From an optimization exercise on the open Yosys and OpenROAD flow, aimed at small area, a short achievable clock period and few clock cycles per item; shortcuts taken in it are not production practice. At most, simulation tests tie the RTL to the original design; equivalence was not proved.

==> wip/xenon: inputs <==
==> flow/design.v <==
module pd_in #(
    parameter S  = 17,
    parameter ND = 4,
    parameter W  = 2
) (
    input  wire [2:0]  op,
    input  wire [63:0] s,
    input  wire [63:0] u,
    input  wire [4:0]  smap,
    output wire        sa,         
    output wire        sb,         
    output wire        es,         
    output wire        dx,
    output reg  [14:0] g,          
    output reg  [14:0] p,          
    output reg  [59:0] m,          
    output reg  [59:0] sc,         
    output reg  [W-1:0] top,       
    output wire        gt,         
    output wire        eq,         
    output wire        z           
);
    integer i;
    function sign_minus(input [3:0] c, input [4:0] mp);
        case (c)
            4'hA: sign_minus = mp[0];
            4'hB: sign_minus = mp[1];
            4'hC: sign_minus = mp[2];
            4'hD: sign_minus = mp[3];
            4'hE: sign_minus = mp[4];
            default: sign_minus = 1'b0;
        endcase
    endfunction
    assign sa = sign_minus(s[3:0], smap);
    assign sb = sign_minus(u[3:0], smap) ^ (op != 3'd0);
    assign es = sa ^ sb;
    reg s_bad, u_bad;
    always @* begin
        s_bad = (s[3:0] < 4'hA);
        u_bad = (u[3:0] < 4'hA);
        for (i = 1; i < 16; i = i + 1) begin
            if (s[4*i +: 4] > 4'd9) s_bad = 1'b1;
            if (u[4*i +: 4] > 4'd9) u_bad = 1'b1;
        end
    end
    wire two = (op == 3'd0) || (op == 3'd1) || (op == 3'd2);
    assign dx = (op != 3'd4) && (s_bad || (two && u_bad));
    reg [3:0] da, db, nb;
    reg [4:0] t;
    always @* begin
        for (i = 0; i < 15; i = i + 1) begin
            da = s[4*i+4 +: 4];
            db = u[4*i+4 +: 4];
            nb = es ? {~(db[3] | db[2] | db[1]), db[2] ^ db[1], db[1], ~db[0]} : db;
            t  = {1'b0, da} + {1'b0, nb};
            g[i] = (t >= 5'd10);
            p[i] = (t == 5'd9);
            m[4*i +: 4] = t[3:0];
            sc[4*i +: 4] = {da[0], da[2] ^ da[3], da[1] ^ da[3], ~da[3]};
        end
    end
    assign gt = (s[63:4] > u[63:4]);
    assign eq = (s[63:4] == u[63:4]);
    assign z  = ((s[63:4] | u[63:4]) == 60'd0);
    reg [ND-1:0] any1, all1;
    integer j;
    always @* begin
        any1 = {ND{1'b0}};
        all1 = {ND{1'b1}};
        for (i = 0; i < 63; i = i + 1) begin
            any1[i / S] = any1[i / S] | s[i];
            all1[i / S] = all1[i / S] & s[i];
        end
        top = {W{1'b0}};
        for (j = 1; j < ND; j = j + 1)
            if (s[63] ? !all1[j] : any1[j]) top = j;
    end
endmodule
module pd_out (
    input  wire [14:0] g,
    input  wire [14:0] p,
    input  wire        es,
    input  wire        gt,         
    input  wire        eq,         
    input  wire        z,          
    input  wire        sa,
    input  wire        sb,
    input  wire        cmp,
    input  wire [2:0]  rel,
    input  wire [3:0]  oplus,
    input  wire [3:0]  ominus,
    input  wire        multi,      
    input  wire        fe,         
    input  wire [63:0] acc,
    input  wire        acc_ovf,
    output wire [63:0] result,
    output wire        ovf
);
    integer i, l;
    reg [14:0] G [0:4];
    reg [14:0] P [0:4];
    always @* begin
        G[0] = g;
        P[0] = p;
        for (l = 0; l < 4; l = l + 1) begin
            for (i = 0; i < 15; i = i + 1) begin
                if (i >= (1 << l)) begin
                    G[l+1][i] = G[l][i] | (P[l][i] & G[l][i - (1 << l)]);
                    P[l+1][i] = P[l][i] & P[l][i - (1 << l)];
                end else begin
                    G[l+1][i] = G[l][i];
                    P[l+1][i] = P[l][i];
                end
            end
        end
    end
    wire gall = G[4][14];               
    wire cin  = es & gt;                
    wire comp = es & !gt;               
    reg [59:0] dig;
    reg        c;
    reg [3:0]  d0, d1, tl;
    always @* begin
        for (i = 0; i < 15; i = i + 1) begin
            c  = (i == 0) ? cin : (G[4][i-1] | (P[4][i-1] & cin));
            c  = c & fe;
            tl = acc[4*i+4 +: 4];
            d0 = !(g[i] & fe) ? tl : (tl >= 4'd10) ? tl - 4'd10 : tl + 4'd6;
            d1 = (d0 == 4'd9) ? 4'd0 : d0 + 4'd1;
            case ({comp & fe, c})
                2'b00: dig[4*i +: 4] = d0;
                2'b01: dig[4*i +: 4] = d1;
                2'b10: dig[4*i +: 4] = 4'd9 - d0;
                default: dig[4*i +: 4] = 4'd9 - d1;
            endcase
        end
    end
    wire zero = es ? eq : z;
    wire neg  = !zero && (comp ? sb : sa);
    reg rt;
    always @* begin
        case (rel)
            3'd0: rt = zero;
            3'd1: rt = !zero;
            3'd2: rt = neg;
            3'd3: rt = neg || zero;
            3'd4: rt = !neg && !zero;
            3'd5: rt = !neg;
            default: rt = 1'b0;
        endcase
    end
    wire        f_ovf = !cmp && !es && gall;
    assign result[63:4] = dig;
    assign result[3:0]  = multi ? acc[3:0] : cmp ? {3'd0, rt} : (neg ? ominus : oplus);
    assign ovf    = multi ? acc_ovf : f_ovf;
endmodule
module pdec_unit (
    input  wire        clk,
    input  wire        rst,        
    input  wire        start,      
    input  wire [2:0]  op,
    input  wire [2:0]  rel,        
    input  wire [63:0] s,
    input  wire [63:0] u,
    input  wire [4:0]  smap,       
    input  wire [3:0]  oplus,      
    input  wire [3:0]  ominus,     
    output wire        ready,
    output reg         done,       
    output wire [63:0] result,
    output wire        dx,         
    output wire        ovf         
);
    localparam integer S  = 17;                  
    localparam integer ND = (63 + S - 1) / S;    
    localparam integer NB = (50 + S - 1) / S;    
    localparam integer W  = (ND > 4 || NB > 4) ? 3 : 2;
    wire        in_sa, in_sb, in_es, in_dx, in_gt, in_eq, in_z;
    wire [14:0] in_g, in_p;
    wire [59:0] in_m, in_sc;
    wire [W-1:0] in_top;
    pd_in #(.S(S), .ND(ND), .W(W)) u_in (
        .op(op), .s(s), .u(u), .smap(smap),
        .sa(in_sa), .sb(in_sb), .es(in_es), .dx(in_dx),
        .g(in_g), .p(in_p), .m(in_m), .sc(in_sc), .top(in_top),
        .gt(in_gt), .eq(in_eq), .z(in_z)
    );
    wire in_fast = !(op == 3'd3 || op == 3'd4);
    reg        busy;
    assign ready = !busy;
    reg        r_sa, r_sb, r_es, r_cmp, r_gt, r_eq, r_z;
    reg [2:0]  r_rel;
    reg [63:0] r_s;                        
    reg [3:0]  r_oplus, r_ominus;
    reg        r_dx, r_multi, r_cvd, r_neg, r_fe;
    reg [W-1:0] cnt;
    reg [63:0] acc;
    reg        r_ovf;
    reg        seen;                       
    pd_out u_out (
        .g(r_s[33:19]), .p(r_s[18:4]), .es(r_es), .gt(r_gt), .eq(r_eq), .z(r_z), .sa(r_sa), .sb(r_sb),
        .cmp(r_cmp), .rel(r_rel), .oplus(r_oplus), .ominus(r_ominus),
        .multi(r_multi), .fe(r_fe), .acc(acc), .acc_ovf(r_ovf),
        .result(result), .ovf(ovf)
    );
    assign dx = r_dx;
    reg [63:0] sr;
    integer i1;
    always @* begin
        sr[3:0] = r_s[3:0];
        for (i1 = 0; i1 < 15; i1 = i1 + 1)
            sr[4*i1+4 +: 4] = {~r_s[4*i1+4], ~(r_s[4*i1+6] ^ r_s[4*i1+4]),
                               ~(r_s[4*i1+5] ^ r_s[4*i1+4]), r_s[4*i1+7]};
    end
    wire cvd_neg = sr[63];
    wire [S*ND-1:0] x = {{(S*ND-63){1'b0}}, sr[62:0] ^ {63{sr[63]}}};
    wire [S-1:0] chunk = x[S*cnt +: S];
    wire cvd_ovf = cvd_neg ? (x[62:0] >= 63'd999999999999999) : (x[62:0] >= 63'd1000000000000000);
    reg [59:0] dbl, dn;
    reg [2:0]  e2;
    reg        c;
    integer    i2, k2;
    always @* begin
        dbl = acc[63:4];
        for (k2 = S - 1; k2 >= 0; k2 = k2 - 1) begin
            for (i2 = 0; i2 < 15; i2 = i2 + 1) begin
                e2 = dbl[4*i2 +: 3];
                c = (i2 == 0) ? chunk[k2] : dbl[4*i2 - 1];
                dn[4*i2 + 3] = (e2[1] & c) | (e2[0] & e2[1]);
                dn[4*i2 + 0] = e2[2] | (e2[1] & ~c) | (~e2[1] & c);
                dn[4*i2 + 1] = e2[2] | (e2[0] & ~e2[1]) | (~e2[0] & e2[1] & ~c) | (e2[0] & c);
                dn[4*i2 + 2] = (e2[2] & c) | (~e2[0] & e2[1] & ~c);
            end
            dbl = dn;
        end
    end
    reg [59:0] bcd, fin;
    reg [14:0] nine, ci;
    reg [3:0]  d;
    integer    i3, k3;
    always @* begin
        for (i3 = 0; i3 < 15; i3 = i3 + 1) begin
            case (dbl[4*i3 +: 3])
                3'b000: d = dbl[4*i3+3] ? 4'd5 : 4'd0;
                3'b001: d = dbl[4*i3+3] ? 4'd6 : 4'd1;
                3'b010: d = dbl[4*i3+3] ? 4'd7 : 4'd2;
                3'b011: d = dbl[4*i3+3] ? 4'd8 : 4'd3;
                default: d = dbl[4*i3+3] ? 4'd9 : 4'd4;
            endcase
            bcd[4*i3 +: 4] = d;
            nine[i3] = (d == 4'd9);
        end
        for (i3 = 0; i3 < 15; i3 = i3 + 1) begin
            ci[i3] = cvd_neg;
            for (k3 = 0; k3 < i3; k3 = k3 + 1)
                ci[i3] = ci[i3] & nine[k3];
            fin[4*i3 +: 4] = ci[i3] ? (nine[i3] ? 4'd0 : bcd[4*i3 +: 4] + 4'd1) : bcd[4*i3 +: 4];
        end
    end
    reg [59:0]  hlv, hn;
    reg [S-1:0] nbits;
    reg         sn, f;
    reg [2:0]   e4;
    integer     i4, k4;
    always @* begin
        hlv = r_s[63:4];
        sn  = seen;
        for (k4 = 0; k4 < S; k4 = k4 + 1) begin
            nbits[k4] = hlv[3] ^ (r_neg & sn);
            sn = sn | hlv[3];
            for (i4 = 0; i4 < 15; i4 = i4 + 1) begin
                e4 = hlv[4*i4 +: 3];
                f = (i4 == 14) ? 1'b0 : hlv[4*i4 + 7];
                hn[4*i4 + 3] = (~e4[0] & f) | (~e4[1] & f) | (e4[0] & e4[1] & ~f);
                hn[4*i4 + 0] = ~f | ~e4[2] | ~e4[1];
                hn[4*i4 + 1] = (e4[1] & f) | (e4[0] & e4[2]);
                hn[4*i4 + 2] = ~e4[0] | f;
            end
            hlv = hn;
        end
    end
    localparam integer K = (S >= 20) ? 6 : (S >= 17) ? 5 : (S >= 14) ? 4 : (S >= 10) ? 3 : (S >= 7) ? 2 : 1;
    wire rest0 = (r_s[63:4*K+4] == {(15-K){4'b0001}});
    wire cvb_last = (cnt == NB - 1) || rest0;
    wire fill     = r_neg & sn;
    wire last = r_cvd ? (cnt == 0) : cvb_last;
    integer b;
    always @(posedge clk) begin
        r_sa  <= in_sa;
        r_sb  <= in_sb;
        r_es  <= in_es;
        r_gt  <= in_gt;
        r_eq  <= in_eq;
        r_z   <= in_z;
        r_cmp <= (op == 3'd2);
        r_rel <= rel;
        if (rst) begin
            busy <= 1'b0;
            done <= 1'b0;
        end else if (!busy) begin
            busy <= start && (op == 3'd3 || op == 3'd4);
            done <= start && !(op == 3'd3 || op == 3'd4);
        end else begin
            busy <= !last;
            done <= last;
        end
        if (!busy) begin
            r_s      <= {in_sc[59:30], in_fast ? {in_g, in_p} : in_sc[29:0], s[3:0]};
            r_oplus  <= oplus;
            r_ominus <= ominus;
            r_dx     <= in_dx;
            r_multi  <= (op == 3'd3 || op == 3'd4);
            r_cvd    <= (op == 3'd4);
            r_neg    <= in_sa;
            cnt      <= (op == 3'd4) ? in_top : {W{1'b0}};
            r_fe     <= in_fast && (op != 3'd2);
            acc      <= {(op == 3'd4 || op == 3'd2) ? 60'd0 : in_m, 4'd0};
            r_ovf    <= 1'b0;
            seen     <= 1'b0;
        end else if (r_cvd) begin
            cnt   <= cnt - 1'b1;
            r_ovf <= cvd_ovf;
            if (cnt == 0)
                acc <= {fin, cvd_neg ? r_ominus : r_oplus};
            else
                acc[63:4] <= dbl;
        end else begin
            cnt  <= cnt + 1'b1;
            seen <= sn;
            r_s[63:4] <= hlv;
            for (b = 0; b < 64; b = b + 1) begin
                if (b / S == cnt)
                    acc[b] <= nbits[b % S];
                else if (b / S > cnt && cvb_last)
                    acc[b] <= fill;
            end
        end
    end
endmodule
==> flow/flow/run.sh <==
#!/bin/bash
# Own layout flow: the standard layout (standard.sh) with three resizer
# settings changed, nothing else:
#  - repair_timing is asked to leave a setup margin (flow/margin.txt), so it
#    sizes the paths for a short period instead of stopping at the 30 ns clock;
#  - gates may be resized across cell footprints;
#  - the port buffers are buf_2 cells instead of the delay cell buffer_ports
#    picks by default (every input and output port still gets a buffer).
# The clock, the SDC and every other step are the standard flow's. All tool output goes
# to flow_make.log in this folder.
set -euo pipefail
MARGIN=$(cat flow/margin.txt)
bash standard.sh SETUP_SLACK_MARGIN="$MARGIN" MATCH_CELL_FOOTPRINT=0 \
    BUFFER_PORTS_ARGS="-buffer_cell sky130_fd_sc_hd__buf_2" finish > flow_make.log 2>&1
==> flow/flow/margin.txt <==
21.3
==> flow/standard.sh <==
#!/bin/bash
# synth_recipe.tcl (not shown) runs the flow's synth.tcl, then flattens the netlist and writes it again
# the make line also repeats each setting of config.mk as NAME=value (left out here)
make -C /OpenROAD-flow-scripts/flow DESIGN_CONFIG=/design/flow/config.mk WORK_HOME=/design/flow/orfs CLKGATE_MAP_FILE= SYNTH_SCRIPT=/design/flow/synth_recipe.tcl "${@:-finish}"
==> flow/config.mk <==
export PLATFORM = sky130hd
export DESIGN_NAME = pdec_unit
export DESIGN_NICKNAME = pdec_unit
export VERILOG_FILES = /design/flow/design.v
export SDC_FILE = /design/flow/constraint.sdc
export NUM_CORES = 4
export LEC_CHECK = 0
export ABC_AREA = 1
export CAP_MARGIN = 20
export CORE_MARGIN = 2
export CORE_UTILIZATION = 60
export PLACE_DENSITY = 0.75
export SLEW_MARGIN = 20
export SYNTH_HIERARCHICAL = 1
==> flow/constraint.sdc <==
create_clock -name core_clock -period 30.0 [get_ports {clk}]
set_input_delay 6.0000 -clock core_clock [delete_from_list [all_inputs] [get_ports {clk}]]
set_output_delay 6.0000 -clock core_clock [all_outputs]
set_load 0.01 [all_outputs]
==> wip/yarrow: changes against wip/xenon <==
--- a/flow/design.v
+++ b/flow/design.v
@@ -15,4 +15,5 @@
     output reg  [14:0] p,          
-    output reg  [59:0] m,          
+    output wire [59:0] m,          
     output reg  [59:0] sc,         
+    output reg  [63:0] ab,         
     output reg  [W-1:0] top,       
@@ -47,4 +48,14 @@
     assign dx = (op != 3'd4) && (s_bad || (two && u_bad));
-    reg [3:0] da, db, nb;
-    reg [4:0] t;
+    wire [14:0] g0, p0;             
+    genvar gd;
+    generate
+        for (gd = 0; gd < 5; gd = gd + 1) begin : g_dig
+            pd_dig3 u_dig (
+                .op(op), .sc_s(s[3:0]), .sc_u(u[3:0]), .smap(smap),
+                .a(s[12*gd+4 +: 12]), .b(u[12*gd+4 +: 12]),
+                .g(g0[3*gd +: 3]), .p(p0[3*gd +: 3]), .m(m[12*gd +: 12])
+            );
+        end
+    endgenerate
+    reg [3:0] da;
     always @* begin
@@ -52,10 +63,8 @@
             da = s[4*i+4 +: 4];
-            db = u[4*i+4 +: 4];
-            nb = es ? {~(db[3] | db[2] | db[1]), db[2] ^ db[1], db[1], ~db[0]} : db;
-            t  = {1'b0, da} + {1'b0, nb};
-            g[i] = (t >= 5'd10);
-            p[i] = (t == 5'd9);
-            m[4*i +: 4] = t[3:0];
             sc[4*i +: 4] = {da[0], da[2] ^ da[3], da[1] ^ da[3], ~da[3]};
         end
+        for (i = 0; i < 15; i = i + 1) begin
+            g[i] = (i == 0) ? g0[0] : (g0[i] | (p0[i] & g0[i-1]));
+            p[i] = (i == 0) ? p0[0] : (p0[i] & p0[i-1]);
+        end
     end
@@ -64,14 +73,21 @@
     assign z  = ((s[63:4] | u[63:4]) == 60'd0);
-    reg [ND-1:0] any1, all1;
+    reg [63:0] lo1;                 
+    integer sh;
+    always @* begin
+        lo1 = {s[62:0], 1'b0};
+        for (sh = 1; sh < 64; sh = sh * 2)
+            for (i = 0; i < 64; i = i + 1)
+                if ((i & sh) != 0)
+                    lo1[i] = lo1[i] | lo1[(i & ~(sh - 1) & ~sh) + sh - 1];
+        ab = s ^ ({64{s[63]}} & lo1);
+    end
+    reg [ND-1:0] nz;
     integer j;
     always @* begin
-        any1 = {ND{1'b0}};
-        all1 = {ND{1'b1}};
-        for (i = 0; i < 63; i = i + 1) begin
-            any1[i / S] = any1[i / S] | s[i];
-            all1[i / S] = all1[i / S] & s[i];
-        end
+        nz = {ND{1'b0}};
+        for (i = 0; i < 64; i = i + 1)
+            nz[i / S] = nz[i / S] | ab[i];
         top = {W{1'b0}};
         for (j = 1; j < ND; j = j + 1)
-            if (s[63] ? !all1[j] : any1[j]) top = j;
+            if (nz[j]) top = j;
     end
@@ -102,5 +118,7 @@
     always @* begin
-        G[0] = g;
-        P[0] = p;
-        for (l = 0; l < 4; l = l + 1) begin
+        G[1] = g;
+        P[1] = p;
+        G[0] = 15'd0;
+        P[0] = 15'd0;
+        for (l = 1; l < 4; l = l + 1) begin
             for (i = 0; i < 15; i = i + 1) begin
@@ -121,3 +139,3 @@
     reg        c;
-    reg [3:0]  d0, d1, tl;
+    reg [3:0]  d0, d1;
     always @* begin
@@ -126,4 +144,3 @@
             c  = c & fe;
-            tl = acc[4*i+4 +: 4];
-            d0 = !(g[i] & fe) ? tl : (tl >= 4'd10) ? tl - 4'd10 : tl + 4'd6;
+            d0 = acc[4*i+4 +: 4];
             d1 = (d0 == 4'd9) ? 4'd0 : d0 + 4'd1;
@@ -156,2 +173,39 @@
 endmodule
+module pd_dig3 (
+    input  wire [2:0]  op,
+    input  wire [3:0]  sc_s,       
+    input  wire [3:0]  sc_u,       
+    input  wire [4:0]  smap,
+    input  wire [11:0] a,
+    input  wire [11:0] b,
+    output reg  [2:0]  g,
+    output reg  [2:0]  p,
+    output reg  [11:0] m
+);
+    function sign_minus(input [3:0] c, input [4:0] mp);
+        case (c)
+            4'hA: sign_minus = mp[0];
+            4'hB: sign_minus = mp[1];
+            4'hC: sign_minus = mp[2];
+            4'hD: sign_minus = mp[3];
+            4'hE: sign_minus = mp[4];
+            default: sign_minus = 1'b0;
+        endcase
+    endfunction
+    wire es = sign_minus(sc_s, smap) ^ sign_minus(sc_u, smap) ^ (op != 3'd0);
+    integer i;
+    reg [3:0] da, db, nb;
+    reg [4:0] t;
+    always @* begin
+        for (i = 0; i < 3; i = i + 1) begin
+            da = a[4*i +: 4];
+            db = b[4*i +: 4];
+            nb = es ? {~(db[3] | db[2] | db[1]), db[2] ^ db[1], db[1], ~db[0]} : db;
+            t  = {1'b0, da} + {1'b0, nb};
+            g[i] = (t >= 5'd10);
+            p[i] = (t == 5'd9);
+            m[4*i +: 4] = g[i] ? (t[3:0] - 4'd10) : t[3:0];
+        end
+    end
+endmodule
 module pdec_unit (
@@ -174,3 +228,3 @@
     localparam integer S  = 17;                  
-    localparam integer ND = (63 + S - 1) / S;    
+    localparam integer ND = (64 + S - 1) / S;    
     localparam integer NB = (50 + S - 1) / S;    
@@ -181,2 +235,3 @@
     wire [W-1:0] in_top;
+    wire [63:0]  in_ab;
     pd_in #(.S(S), .ND(ND), .W(W)) u_in (
@@ -184,3 +239,3 @@
         .sa(in_sa), .sb(in_sb), .es(in_es), .dx(in_dx),
-        .g(in_g), .p(in_p), .m(in_m), .sc(in_sc), .top(in_top),
+        .g(in_g), .p(in_p), .m(in_m), .sc(in_sc), .ab(in_ab), .top(in_top),
         .gt(in_gt), .eq(in_eq), .z(in_z)
@@ -206,14 +261,5 @@
     assign dx = r_dx;
-    reg [63:0] sr;
-    integer i1;
-    always @* begin
-        sr[3:0] = r_s[3:0];
-        for (i1 = 0; i1 < 15; i1 = i1 + 1)
-            sr[4*i1+4 +: 4] = {~r_s[4*i1+4], ~(r_s[4*i1+6] ^ r_s[4*i1+4]),
-                               ~(r_s[4*i1+5] ^ r_s[4*i1+4]), r_s[4*i1+7]};
-    end
-    wire cvd_neg = sr[63];
-    wire [S*ND-1:0] x = {{(S*ND-63){1'b0}}, sr[62:0] ^ {63{sr[63]}}};
+    wire [S*ND-1:0] x = {{(S*ND-64){1'b0}}, r_s};
     wire [S-1:0] chunk = x[S*cnt +: S];
-    wire cvd_ovf = cvd_neg ? (x[62:0] >= 63'd999999999999999) : (x[62:0] >= 63'd1000000000000000);
+    wire cvd_ovf = (r_s >= 64'd1000000000000000);
     reg [59:0] dbl, dn;
@@ -236,6 +282,4 @@
     end
-    reg [59:0] bcd, fin;
-    reg [14:0] nine, ci;
-    reg [3:0]  d;
-    integer    i3, k3;
+    reg [59:0] fin;
+    integer    i3;
     always @* begin
@@ -243,16 +287,8 @@
             case (dbl[4*i3 +: 3])
-                3'b000: d = dbl[4*i3+3] ? 4'd5 : 4'd0;
-                3'b001: d = dbl[4*i3+3] ? 4'd6 : 4'd1;
-                3'b010: d = dbl[4*i3+3] ? 4'd7 : 4'd2;
-                3'b011: d = dbl[4*i3+3] ? 4'd8 : 4'd3;
-                default: d = dbl[4*i3+3] ? 4'd9 : 4'd4;
+                3'b000: fin[4*i3 +: 4] = dbl[4*i3+3] ? 4'd5 : 4'd0;
+                3'b001: fin[4*i3 +: 4] = dbl[4*i3+3] ? 4'd6 : 4'd1;
+                3'b010: fin[4*i3 +: 4] = dbl[4*i3+3] ? 4'd7 : 4'd2;
+                3'b011: fin[4*i3 +: 4] = dbl[4*i3+3] ? 4'd8 : 4'd3;
+                default: fin[4*i3 +: 4] = dbl[4*i3+3] ? 4'd9 : 4'd4;
             endcase
-            bcd[4*i3 +: 4] = d;
-            nine[i3] = (d == 4'd9);
-        end
-        for (i3 = 0; i3 < 15; i3 = i3 + 1) begin
-            ci[i3] = cvd_neg;
-            for (k3 = 0; k3 < i3; k3 = k3 + 1)
-                ci[i3] = ci[i3] & nine[k3];
-            fin[4*i3 +: 4] = ci[i3] ? (nine[i3] ? 4'd0 : bcd[4*i3 +: 4] + 4'd1) : bcd[4*i3 +: 4];
         end
@@ -307,3 +343,3 @@
         if (!busy) begin
-            r_s      <= {in_sc[59:30], in_fast ? {in_g, in_p} : in_sc[29:0], s[3:0]};
+            r_s      <= (op == 3'd4) ? in_ab : {in_sc[59:30], in_fast ? {in_g, in_p} : in_sc[29:0], s[3:0]};
             r_oplus  <= oplus;
@@ -313,3 +349,3 @@
             r_cvd    <= (op == 3'd4);
-            r_neg    <= in_sa;
+            r_neg    <= (op == 3'd4) ? s[63] : in_sa;
             cnt      <= (op == 3'd4) ? in_top : {W{1'b0}};
@@ -323,3 +359,3 @@
             if (cnt == 0)
-                acc <= {fin, cvd_neg ? r_ominus : r_oplus};
+                acc <= {fin, r_neg ? r_ominus : r_oplus};
             else
==> metrics.md <==
| Metric | Value |
|---|---|
| Register area share after synthesis | `roughly 10%` |
| Status | `no timing/DRC/antenna violations` |
| Met3 GRT Util | `under 10%` |
| Most frequent cells after synthesis | `nand2_1, inv_1, nor2_1` |
| Multi-input gates | `~6.4k` |
| Iter 0 DRT Violations | `around 5.8k` |
| Adder-cell share of the synthesized area | `9.88%` |
| Final-layout non-clock buffer area share | `approximately 6.4%` |
| Initial antenna violation count | `5` |
| Post CTS Setup Buffer Count | `roughly 110` |
| Met1 Use GR | `a little over half` |
| Kind of end point of the critical path | `output pin` |
The numbers above come from wip/xenon.

==> metrics.md <==
| Metric | Value |
|---|---|
| Final-layout non-clock buffer area share | `slightly above 4%` |
| Adder-cell share of the synthesized area | `under 10%` |
| Met3 GRT Util | `slightly below 9%` |
| Status | `finished with violations` |
| Max Cap Violations | `1` |
| Post CTS Setup Buffer Count | `21` |
| SO Faults | `max-capacitance violations, max-slew violations` |
| Max Slew Vio Count | `4` |
| Met1 Use GR | `50.4%` |
| Most frequent cells after synthesis | `nand2_1, inv_1, nand3_1, nor2_1, o21ai_0` |
The numbers above come from wip/yarrow.

Testbench counts of wip/yarrow, summed over its fixed seeds: cycles 15,174, ops 8,000.
The RTL of wip/xenon was laid out without a check of its function.

[port drivers added, routing unchanged]
No port has a modelled driver above. Below, the same layouts with a new extraction and two added sets of constraints.
Step 1 (the two cells are an assumption about what drives the block):
set clk [get_ports {clk}]
set_driving_cell -lib_cell sky130_fd_sc_hd__clkbuf_16 $clk
set_driving_cell -lib_cell sky130_fd_sc_hd__buf_2 [delete_from_list [all_inputs] $clk]
Step 2 adds t to the input delays and takes it off the output delays; t is the mean of the earliest and latest rising clock arrival at the registers after step 1. Input paths then give back, and output paths get back, about the clock's delay inside the block.
Three values: ideal ports, drivers, drivers and shift; two values: the first two.
run	t (ns)	setup WS [ns]	worst slew at a driven data input, ns
wip/xenon	0.542	20.965 / 20.906 / 20.957	0.09
wip/yarrow	0.571	21.307 / 21.247 / 20.677	0.15
For wip/yarrow, which loses most, drivers alone change the setup slack by -0.060 ns; drivers and shift together by -0.630 ns.
